Context: an optimization exercise on an open-source flow, tuned for small area, a short achievable clock period and few clock cycles per item. The choices shown serve that exercise and are no tape-out recipe.
Where RTL was checked, it was by simulation tests only, not by an equivalence proof against the original.

## rs_encoder
module rs_encoder (
    input  wire        clk,
    input  wire        rst,
    input  wire        in_valid,
    output wire        in_ready,
    input  wire [31:0] in_data,
    input  wire [5:0]  in_k,
    input  wire [4:0]  in_m,        
    output wire        out_valid,
    input  wire        out_ready,
    output wire [31:0] out_data,
    output wire [3:0]  out_row,
    output wire        out_last
);
clock: 10.0 ns
lec_check: 0
cap_margin: 10
cell_pad_in_sites_detail_placement: 1
cell_pad_in_sites_global_placement: 2
core_margin: 2
core_utilization: 30
cts_cluster_diameter: 100
cts_cluster_size: 20
place_density: 0.5
setup_slack_margin: 5
slew_margin: 10
standard.sh (not shown) runs the stock make flow with config.mk's settings and CLKGATE_MAP_FILE= SYNTH_SCRIPT=/design/flow/synth_recipe.tcl, a recipe that flattens the netlist after the stock synthesis.
==> flow/flow/run.sh <==
#!/bin/bash
bash standard.sh SETUP_SLACK_MARGIN=6.6 finish > standard.log 2>&1
The starting point ran to the end with no violations.
Testbench counts at the start, summed over its fixed seeds: cycles 68,865, stripes 2,400.
Edit:
--- a/flow/design.v
+++ b/flow/design.v
@@ -183,19 +183,19 @@
     endfunction
     reg        rdy, mv;
     reg [31:0] md;
     reg [5:0]  mk;
     reg [4:0]  mm;
     wire       pop;                  
     wire       push = in_valid & rdy;
     assign in_ready = rdy;
     always @(posedge clk) begin
-        if (push) begin
+        if (rdy) begin
             md <= in_data; mk <= in_k; mm <= in_m;
         end
     end
     reg  [5:0] idx;                  
     reg        pass;                 
     reg        act;                  
     reg  [3:0] base;                 
     reg  [3:0] tail;                 
     reg  [4:0] fr;                   
- The new run completed with no timing, DRC or antenna violations
- routed wire length increases by about 7%
- design area decreases by 1.3%
- area after synthesis stays flat
- first-iteration DRC count increases by 26%
- worst hold slack gains 0.0078 ns
- via count increases by 2.4%
- global-route usage increases by 2.2 points
- critical path depth decreases by 8
Testbench counts after the change, summed over its fixed seeds: cycles 68,865, stripes 2,400.

* * *

== alpha ==
Starting RTL as in the previous note.
==> flow/design.v (excerpt) <==
module rs_encoder (
    input  wire        clk,
    input  wire        rst,
    input  wire        in_valid,
    output wire        in_ready,
    input  wire [31:0] in_data,
    input  wire [5:0]  in_k,
    input  wire [4:0]  in_m,        
    output wire        out_valid,
    input  wire        out_ready,
    output wire [31:0] out_data,
    output wire [3:0]  out_row,
    output wire        out_last
);
    function automatic [26:0] cexp(input [7:0] c);
        begin
            cexp[0] = c[7];
            cexp[1] = c[6];
            cexp[2] = c[6]^c[7];
            cexp[3] = c[5];
            cexp[4] = c[4];
            cexp[5] = c[4]^c[5];
            cexp[6] = c[5]^c[7];
            cexp[7] = c[4]^c[6];
            cexp[8] = c[4]^c[5]^c[6]^c[7];
            cexp[9] = c[3];
            cexp[10] = c[2];
            cexp[11] = c[2]^c[3];
            cexp[12] = c[1];
            cexp[13] = c[0];
            cexp[14] = c[0]^c[1];
            cexp[15] = c[1]^c[3];
            cexp[16] = c[0]^c[2];
            cexp[17] = c[0]^c[1]^c[2]^c[3];
            cexp[18] = c[3]^c[7];
            cexp[19] = c[2]^c[6];
            cexp[20] = c[2]^c[3]^c[6]^c[7];
            cexp[21] = c[1]^c[5];
            cexp[22] = c[0]^c[4];
            cexp[23] = c[0]^c[1]^c[4]^c[5];
  ...
export LEC_CHECK = 0
export CAP_MARGIN = 10
export CELL_PAD_IN_SITES_DETAIL_PLACEMENT = 1
export CELL_PAD_IN_SITES_GLOBAL_PLACEMENT = 2
export CORE_MARGIN = 2
export CORE_UTILIZATION = 30
export CTS_CLUSTER_DIAMETER = 100
export CTS_CLUSTER_SIZE = 20
export PLACE_DENSITY = 0.5
export SETUP_SLACK_MARGIN = 5
export SLEW_MARGIN = 10
create_clock -name core_clock -period 10.0 [get_ports {clk}]
==> flow/flow/run.sh <==
#!/bin/bash
bash standard.sh SETUP_SLACK_MARGIN=6.8 finish > standard.log 2>&1
Testbench counts of alpha, summed over its fixed seeds: cycles 68,865, stripes 2,400.
## Diff of input files: beta against alpha
-- flow/design.v --
<<< alpha, line 190
    assign in_ready = rdy;
    always @(posedge clk) begin
        if (push) begin
            md <= in_data; mk <= in_k; mm <= in_m;
        end
>>> beta, line 190
    assign in_ready = rdy;
    always @(posedge clk) begin
        if (rdy) begin
            md <= in_data; mk <= in_k; mm <= in_m;
        end
Findings:
- beta finished every stage and its layout cleared the timing, DRC and antenna checks.
- Looking at beta and alpha, the total global routing overflow is a wash.
- When the final numbers for beta and alpha were put side by side, the met1 wire length turned out to be smaller in alpha.
- alpha was routed with fewer vias than beta.
- The final clock period utilization by the worst path of beta exceeds that of alpha by 1.5 points.
- Final period demand of the worst path, beta and alpha: higher on beta
- Worst setup path startpoint = od[16]: alpha; worst setup path startpoint = rdy: beta
- Diff alpha -> beta: wire length of the first global-routing pass rose by about 4.5%, worst setup slack fell by 0.15 ns, final core utilization fell by 0.27 points.
- Initial standard-cell utilization of the core delta (alpha -> beta): insignificant
- On critical path required time, beta and alpha are neck and neck.
Testbench counts of beta, summed over its fixed seeds: cycles 68,865, stripes 2,400.

* * *

Another version of the RTL of rs_encoder (not shown whole).
Size in the first run: about 7,100 cells after synthesis, ~810 flip-flops, about 86 I/O pins, about 65,000 µm² of cells after synthesis.
// rs_encoder
module rs_encoder (
    input  wire        clk,
    input  wire        rst,
    input  wire        in_valid,
    output wire        in_ready,
    input  wire [31:0] in_data,
    input  wire [5:0]  in_k,
    input  wire [4:0]  in_m,        
    output wire        out_valid,
    input  wire        out_ready,
    output wire [31:0] out_data,
    output wire [3:0]  out_row,
    output wire        out_last
);
Settings: LEC_CHECK=0, CAP_MARGIN=20, CELL_PAD_IN_SITES_DETAIL_PLACEMENT=1, CELL_PAD_IN_SITES_GLOBAL_PLACEMENT=2, CORE_MARGIN=2, CORE_UTILIZATION=25, PLACE_DENSITY=0.45, SETUP_SLACK_MARGIN=5, SLEW_MARGIN=20; clock period 10.0 ns.
run.sh (not shown) runs the stock make flow with config.mk's settings and CLKGATE_MAP_FILE= SYNTH_SCRIPT=/design/flow/synth_recipe.tcl, a recipe that flattens the netlist after the stock synthesis.
Stock flow here: none of the scripts above is used.
The first run produced a clean layout.
Testbench counts at the start, summed over its fixed seeds: cycles 68,809, stripes 2,400.
Change:
--- a/flow/design.v
+++ b/flow/design.v
@@ -218,21 +218,21 @@
     reg [15:0] lastf;                
     wire [3:0] base  = act ? cb : tail;
     wire       two   = mm[4] | (mm[3] & |mm[2:0]);
     wire       room  = (fr >= mm);
     wire       go    = mv & (act | room);
     wire       alloc = go & ~act;
     wire       lastp = ~two | pass;
     wire       lastw = (idx == mk - 6'd1);
     assign pop = go & lastp;
     wire        load;                
-    reg  [3:0]  head;
+    reg  [15:0] hoh;                 
     reg  [15:0] en_v;
     reg  [63:0] cf_v;
     integer u;
     reg  [3:0] jr;
     reg  [3:0] sl;
     always @(*) begin
         en_v = 16'd0;
         cf_v = 64'd0;
         for (u = 0; u < 8; u = u + 1) begin
             jr[2:0] = u[2:0] - base[2:0];
@@ -253,21 +253,21 @@
         end else begin
             if (go) pass <= ~lastp;
             if (pop) idx <= lastw ? 6'd0 : idx + 6'd1;
             if (pop & lastw) act <= 1'b0;
             else if (alloc) act <= 1'b1;
             if (alloc) begin
                 cb   <= tail;
                 tail <= tail + mm[3:0];
             end
             fr <= fr - (alloc ? mm : 5'd0) + {4'd0, load};
-            if (load) lastf[head] <= 1'b0;
+            if (load) lastf <= lastf & ~hoh;
             if (alloc) lastf[tail + mm[3:0] - 4'd1] <= 1'b1;
         end
     end
     reg        bclr, bdone;
     reg [15:0] ben;
     reg [31:0] bd;
     reg [63:0] bc;
     reg [4:0]  bm;
     always @(posedge clk) begin
         bd   <= md;
@@ -296,35 +296,43 @@
     endgenerate
     reg        ov, olq;
     reg [31:0] od;
     reg [3:0]  orq, ocnt;
     reg [4:0]  ndone;                
     assign load      = (ndone != 5'd0) & (~ov | out_ready);
     assign out_valid = ov;
     assign out_data  = od;
     assign out_row   = orq;
     assign out_last  = olq;
+    reg [31:0] hsel;
+    integer h;
+    always @(*) begin
+        hsel = 32'd0;
+        for (h = 0; h < 16; h = h + 1)
+            hsel = hsel | (acc[h] & {32{hoh[h]}});
+    end
+    wire hlast = |(lastf & hoh);
     always @(posedge clk) begin
         if (load) begin
-            od  <= untoww(acc[head]);
-            olq <= lastf[head];
+            od  <= untoww(hsel);
+            olq <= hlast;
             orq <= ocnt;
         end
     end
     always @(posedge clk) begin
         if (rst) begin
             ov    <= 1'b0;
-            head  <= 4'd0;
+            hoh   <= 16'd1;
             ocnt  <= 4'd0;
             ndone <= 5'd0;
         end else begin
             if (load) begin
                 ov   <= 1'b1;
-                head <= head + 4'd1;
-                ocnt <= lastf[head] ? 4'd0 : ocnt + 4'd1;
+                hoh  <= {hoh[14:0], hoh[15]};
+                ocnt <= hlast ? 4'd0 : ocnt + 4'd1;
             end else if (out_ready) begin
                 ov   <= 1'b0;
             end
             ndone <= ndone + (bdone ? bm : 5'd0) - {4'd0, load};
         end
     end
 endmodule
Cell count falls by about 0.9%.
Design area rises by about 2.5%.
Worst setup slack is worse by 0.24 ns.
Via count rises by about 1.8%.
First-iteration DRC count rises by 7.9%.
Non-clock buffer count rises by 18.
Fmax falls by about 4.7%.
Critical path depth falls by 7.
Worst hold slack is better by 0.041 ns.
Routed wire length rises by 9.1%.
No functional check of the RTL was part of the second run of this note.

## port drivers added, routing unchanged
The results above use ideal ports. As a check the final layouts listed here were re-extracted and re-timed, cells and wires unchanged. Step 1, drivers: a clkbuf_16 drives clk and a buf_2 each remaining input, both assumed. Step 2 times the ports against the registers' clock, not the clock port: input delays grow and output delays shrink by t, the midpoint of the rising clock arrivals with the driver on. a / b / c = ideal / step 1 / step 2; a / b = the first two.
run	t, ns	setup slack, ns	hold slack, ns	worst setup path after step 2	slew at the worst register clock pin (ns)
the first run of note 1	0.830	6.546 / 6.546 / 5.873	0.342 / 0.342 / 0.342	input to register	0.10 / 0.10
the second run of note 1	0.862	6.459 / 6.363 / 6.004	0.350 / 0.350 / 0.350	input to register	0.11 / 0.11
alpha	0.851	6.671 / 6.570 / 6.012	0.348 / 0.348 / 0.348	input to register	0.11 / 0.11
beta	0.857	6.525 / 6.432 / 6.111	0.347 / 0.347 / 0.347	input to register	0.10 / 0.10
the first run of note 3	0.881	5.219 / 5.241 / 4.408	0.295 / 0.295 / 0.295	input to register	0.08 / 0.08
the second run of note 3	0.906	4.982 / 4.982 / 4.982	0.336 / 0.336 / 0.336	register to register	0.09 / 0.09
After both steps every run listed still meets setup and hold. The setup slack of the first run of note 3, which loses most, moves by +0.022 ns with the drivers and by -0.811 ns with both steps.
